Context: an optimization exercise on an open-source flow, tuned for small area and a short achievable clock period. The choices shown serve that exercise and are no tape-out recipe.
At most, simulation tests tie the RTL to the original design; equivalence was not proved.

== job 101 ==
## jizin_rx
module jizin_rx (
    input  wire        clk,
    input  wire        rst,
    input  wire        in_valid,
    input  wire [1:0]  in_hdr,
    input  wire [63:0] in_data,
    output reg         dat_valid,
    output wire [63:0] dat_data,
    output reg         frm_valid,
    output reg  [1:0]  frm_status,
    output reg         frm_crc_err,
    output wire [11:0] frm_seq,
    output wire [1:0]  frm_vc,
    output wire        frm_sot,
    output wire        frm_eot,
    output wire [7:0]  frm_len_m1,
    output reg         lc_valid,
    output wire [7:0]  lc_type,
    output wire [39:0] lc_fields,
    output reg         mk_valid,
    output reg         mk_stripe,
    output wire [7:0]  mk_lane,
    output wire [7:0]  mk_epoch,
    output wire [7:0]  mk_mask,
    output wire [11:0] next_rx,
    output reg  [15:0] blk_errs,
    output reg  [15:0] crc_errs,
    output reg  [15:0] frames_rx
);
    localparam [31:0] C_SOF = 32'hF0958FA1;    
    localparam [31:0] K_EOF = 32'h9ADD2096;    
    reg  [57:0]  scr;
    wire [121:0] ext = {in_data, scr};
    wire [63:0]  pay;
    genvar gi;
    generate
        for (gi = 0; gi < 64; gi = gi + 1) begin : g_ds
            assign pay[gi] = ext[58 + gi] ^ ext[19 + gi] ^ ext[gi];
        end
    endgenerate
    always @(posedge clk) begin
        if (rst)
            scr <= {58{1'b1}};
        else if (in_valid)
            scr <= in_data[63:6];
    end
    reg  [63:0] p1;
    reg  [47:0] p2;
    wire        in_frame_nx;
    wire       i_ok   = in_valid & ~rst;
    wire       i_data = (in_hdr == 2'b01);
    wire       i_ctrl = (in_hdr == 2'b10);
    wire [7:0] i_bt   = pay[7:0];
    wire       i_idle = (i_bt == 8'h1E);
    wire       i_mk   = (i_bt == 8'h2D) | (i_bt == 8'h33);
    wire       i_lc   = (i_bt == 8'h4B);
    wire       i_sof  = (i_bt == 8'h78);
    wire       i_eof  = (i_bt == 8'h87);
    reg  is_data, c_idle, c_sof, c_eof, c_lc, c_mk, c_err;
    always @(posedge clk) begin
        p1        <= pay;
        is_data   <= i_ok & i_data;
        c_idle    <= i_ok & i_ctrl & i_idle;
        c_sof     <= i_ok & i_ctrl & i_sof;
  ...
For scale: roughly 2,000 cells after synthesis, ~320 flip-flops, about 300 I/O pins, roughly 20,000 um^2 of cells after synthesis.
clock: 11.5 ns
lec_check: 0
cap_margin: 20
core_margin: 2
core_utilization: 40
slew_margin: 20
standard.sh (not shown) runs the stock make flow with config.mk's settings and CLKGATE_MAP_FILE= SYNTH_SCRIPT=/design/flow/synth_recipe.tcl, a recipe that flattens the netlist after the stock synthesis.
==> flow/flow/run.sh <==
#!/bin/bash
# Standard ORFS layout (standard.sh) with timing repair aimed at a setup
# margin, small port buffers, larger clock-sink clusters and a lower
# placement density. ORFS writes each step's log under orfs/logs; make's own
# output goes to standard.log.
bash standard.sh \
  SETUP_SLACK_MARGIN=7.8 \
  PLACE_DENSITY=0.5 \
  "BUFFER_PORTS_ARGS=-buffer_cell sky130_fd_sc_hd__buf_1" \
  CTS_CLUSTER_SIZE=28 CTS_CLUSTER_DIAMETER=100 \
  finish > standard.log 2>&1
Job 101: full flow OK, the timing, DRC and antenna checks passed
> inputs changed (job 101 -> job 102)
==> flow/flow/run.sh <==
#!/bin/bash
# Standard ORFS layout (standard.sh) with timing repair aimed at a setup
# margin, small port buffers, larger clock-sink clusters and a smaller die.
# ORFS writes each step's log under orfs/logs; make's own output goes to
# standard.log.
bash standard.sh \
  SETUP_SLACK_MARGIN=7.8 \
  CORE_UTILIZATION=50 PLACE_DENSITY=0.58 \
  "BUFFER_PORTS_ARGS=-buffer_cell sky130_fd_sc_hd__buf_1" \
  CTS_CLUSTER_SIZE=30 CTS_CLUSTER_DIAMETER=100 \
  finish > standard.log 2>&1
==> comparison <==
- Per the final summary, job 102 finished and its layout is clean on timing, DRC and antenna.
- Setup WNS job 101 -> job 102: better
- Job 101 -> job 102: total routed wirelength decreased by a few percent
- Compared with job 101, job 102 shows final HPWL from detailed placement lower by about 5.4%.

========
jizin_rx, a different RTL version from the one above (not shown whole).
For scale: about 300 I/O pins.
==> flow/config.mk <==
export PLATFORM = sky130hd
export DESIGN_NAME = jizin_rx
export DESIGN_NICKNAME = jizin_rx
export VERILOG_FILES = /design/flow/design.v
export SDC_FILE = /design/flow/constraint.sdc
export NUM_CORES = 4
export LEC_CHECK = 0
export CAP_MARGIN = 20
export CORE_MARGIN = 2
export CORE_UTILIZATION = 40
export SETUP_SLACK_MARGIN = 5
export SLEW_MARGIN = 20
==> flow/constraint.sdc <==
create_clock -name core_clock -period 11.5 [get_ports {clk}]
set_input_delay 2.3000 -clock core_clock [delete_from_list [all_inputs] [get_ports {clk}]]
set_output_delay 2.3000 -clock core_clock [all_outputs]
set_load 0.01 [all_outputs]
run.sh (not shown) runs the stock make flow with config.mk's settings and CLKGATE_MAP_FILE= SYNTH_SCRIPT=/design/flow/synth_recipe.tcl, a recipe that flattens the netlist after the stock synthesis.
Stock flow here: none of the scripts above is used.
Rerun with:
--- a/flow/config.mk
+++ b/flow/config.mk
@@ -6,7 +6,7 @@
 export NUM_CORES = 4
 export LEC_CHECK = 0
+export ABC_CLOCK_PERIOD_IN_PS = 3000
 export CAP_MARGIN = 20
 export CORE_MARGIN = 2
 export CORE_UTILIZATION = 40
-export SETUP_SLACK_MARGIN = 5
 export SLEW_MARGIN = 20
Effect: First-iteration DRC count grows by 8.0%. Global-route usage barely changes. Clock-buffer cell count is unchanged. Wire length hardly moves. Critical path depth shrinks by 1. Synthesized area is unchanged.
No run of this note included a check of the RTL's function; only the layout flow was run.

========
Another version of the RTL of jizin_rx (not shown whole).
==> flow/config.mk <==
export PLATFORM = sky130hd
export DESIGN_NAME = jizin_rx
export DESIGN_NICKNAME = jizin_rx
export VERILOG_FILES = /design/flow/design.v
export SDC_FILE = /design/flow/constraint.sdc
export NUM_CORES = 4
export LEC_CHECK = 0
export CAP_MARGIN = 20
export CORE_MARGIN = 2
export CORE_UTILIZATION = 40
export SLEW_MARGIN = 20
==> flow/constraint.sdc <==
create_clock -name core_clock -period 11.5 [get_ports {clk}]
set_input_delay 2.3000 -clock core_clock [delete_from_list [all_inputs] [get_ports {clk}]]
set_output_delay 2.3000 -clock core_clock [all_outputs]
set_load 0.01 [all_outputs]
standard.sh (not shown) runs the stock make flow with config.mk's settings and CLKGATE_MAP_FILE= SYNTH_SCRIPT=/design/flow/synth_recipe.tcl, a recipe that flattens the netlist after the stock synthesis.
==> flow/flow/run.sh <==
#!/bin/bash
# Standard ORFS layout (standard.sh), with timing repair aimed at a setup
# margin, small port buffers and small clock buffers. ORFS writes each step's
# log under orfs/logs; make's own output goes to standard.log.
bash standard.sh \
  SETUP_SLACK_MARGIN=8.3 \
  "BUFFER_PORTS_ARGS=-buffer_cell sky130_fd_sc_hd__buf_1" \
  "CTS_BUF_LIST=sky130_fd_sc_hd__clkbuf_4" \
  finish > standard.log 2>&1
Edit:
==> flow/run.sh (new file) <==
#!/bin/bash
# synth_recipe.tcl (not shown) runs the flow's synth.tcl, then flattens the netlist and writes it again
# the make line also repeats each setting of config.mk as NAME=value (left out here)
make -C /OpenROAD-flow-scripts/flow DESIGN_CONFIG=/design/flow/config.mk WORK_HOME=/design/flow/orfs CLKGATE_MAP_FILE= SYNTH_SCRIPT=/design/flow/synth_recipe.tcl finish
--- a/flow/config.mk
+++ b/flow/config.mk
@@ -10,2 +10,3 @@
 export CORE_UTILIZATION = 40
+export SETUP_SLACK_MARGIN = 5
 export SLEW_MARGIN = 20
removed: flow/flow/run.sh
removed: flow/standard.sh
After rerunning: The new run produced a clean layout. Worst hold slack improved by 0.026 ns. Worst setup slack degrades by 1.4 ns. Die area does not change. First-iteration DRC count drops by 7.0%. Count of clock-buffer cells in the layout came out lower by 84. Non-clock buffer count fell by 399. Synthesized cell count is unchanged.
Function was not checked in any run of this note: the RTL went through the layout flow alone.

========
RTL: one of the versions met above, not the one the previous note started from.
For scale: about 320 flip-flops, roughly 300 I/O pins, about 20000 sq um of cells after synthesis.
==> flow/config.mk <==
export PLATFORM = sky130hd
export DESIGN_NAME = jizin_rx
export DESIGN_NICKNAME = jizin_rx
export VERILOG_FILES = /design/flow/design.v
export SDC_FILE = /design/flow/constraint.sdc
export NUM_CORES = 4
export LEC_CHECK = 0
export CAP_MARGIN = 20
export CORE_MARGIN = 2
export CORE_UTILIZATION = 40
export SLEW_MARGIN = 20
==> flow/constraint.sdc <==
create_clock -name core_clock -period 11.5 [get_ports {clk}]
set_input_delay 2.3000 -clock core_clock [delete_from_list [all_inputs] [get_ports {clk}]]
set_output_delay 2.3000 -clock core_clock [all_outputs]
set_load 0.01 [all_outputs]
==> flow/flow/run.sh <==
#!/bin/bash
# Standard ORFS layout (standard.sh) with timing repair aimed at a setup
# margin, small port buffers, larger clock-sink clusters and a smaller die.
# ORFS writes each step's log under orfs/logs; make's own output goes to
# standard.log.
bash standard.sh \
  SETUP_SLACK_MARGIN=8.1 \
  CORE_UTILIZATION=50 PLACE_DENSITY=0.58 \
  "BUFFER_PORTS_ARGS=-buffer_cell sky130_fd_sc_hd__buf_1" \
  CTS_CLUSTER_SIZE=30 CTS_CLUSTER_DIAMETER=100 \
  finish > standard.log 2>&1
Rerun with:
==> flow/flow/run.sh (replaced) <==
#!/bin/bash
# Standard ORFS layout (standard.sh) with timing repair aimed at a setup
# margin and small port buffers. ORFS writes each step's log under
# orfs/logs; make's own output goes to standard.log.
bash standard.sh \
  SETUP_SLACK_MARGIN=8.1 \
  "BUFFER_PORTS_ARGS=-buffer_cell sky130_fd_sc_hd__buf_1" \
  finish > standard.log 2>&1
Outcome: Final area climbs by a few percent; setup slack is better by 0.029 ns; count of clock-buffer cells in the layout came out higher by 26; clock skew is lower by 0.0055 ns; critical path depth drops by 8.
Rerun with:
==> flow/flow/run.sh (replaced) <==
#!/bin/bash
# Standard ORFS layout (standard.sh) with timing repair aimed at a setup
# margin, small port buffers, larger clock-sink clusters and a smaller die.
# ORFS writes each step's log under orfs/logs; make's own output goes to
# standard.log.
bash standard.sh \
  SETUP_SLACK_MARGIN=7.8 \
  CORE_UTILIZATION=60 PLACE_DENSITY=0.66 \
  "BUFFER_PORTS_ARGS=-buffer_cell sky130_fd_sc_hd__buf_1" \
  CTS_CLUSTER_SIZE=30 CTS_CLUSTER_DIAMETER=100 \
  finish > standard.log 2>&1
Outcome: The changed run produced a clean layout; hold slack is better by 0.028 ns; setup slack is worse by 0.26 ns.
Rerun with:
==> flow/flow/run.sh (replaced) <==
#!/bin/bash
# Standard ORFS layout (standard.sh) with timing repair aimed at a setup
# margin, small port buffers, larger clock-sink clusters and a lower
# placement density. ORFS writes each step's log under orfs/logs; make's own
# output goes to standard.log.
bash standard.sh \
  SETUP_SLACK_MARGIN=8.1 \
  PLACE_DENSITY=0.5 \
  "BUFFER_PORTS_ARGS=-buffer_cell sky130_fd_sc_hd__buf_1" \
  CTS_CLUSTER_SIZE=32 CTS_CLUSTER_DIAMETER=120 \
  finish > standard.log 2>&1
First-iteration DRC count is lower by 14%.
Wire length is higher by 20%.
Utilization is lower by 16 points.
Register-to-register slack improves by 0.21 ns.
Worst setup slack improves by 0.24 ns.
Design area is higher by 14%.

separate check: timing with driven ports:
The flow's constraints put no driver on any port. The routed layouts listed below were extracted and timed again, unchanged, in two steps. Step 1: set_driving_cell puts a clkbuf_16 on clk and a buf_2 on each other input, an assumption about the parent block. Step 2 also shifts input and output timing later by t, the mid clock arrival at the registers, as if the neighbouring blocks saw the same clock. Slacks: ideal / step 1 / step 2; pairs: ideal / step 1.
run | t (ns) | setup slack, ns | cell pins on the clock port's net
job 101 | 0.595 | 7.764 / 7.746 / 7.337 | 1
job 102 | 0.572 | 7.800 / 7.742 / 7.436 | 1
the first run of note 2 | 0.611 | 5.225 / 5.225 / 5.225 | 1
the second run of note 2 | 0.606 | 4.593 / 4.593 / 4.593 | 1
the first run of note 3 | 0.883 | 7.685 / 7.685 / 7.496 | 1
the second run of note 3 | 0.609 | 6.257 / 6.257 / 6.257 | 1
the first run of note 4 | 0.587 | 8.044 / 7.998 / 7.545 | 1
the second run of note 4 | 0.614 | 8.074 / 8.009 / 7.559 | 1
the third run of note 4 | 0.571 | 7.816 / 7.760 / 7.332 | 1
the fourth run of note 4 | 0.585 | 8.051 / 7.998 / 7.589 | 1
After both steps every run listed still meets setup and hold. For the second run of note 4, which loses most, drivers alone change the setup slack by -0.065 ns; drivers and shift together by -0.515 ns.
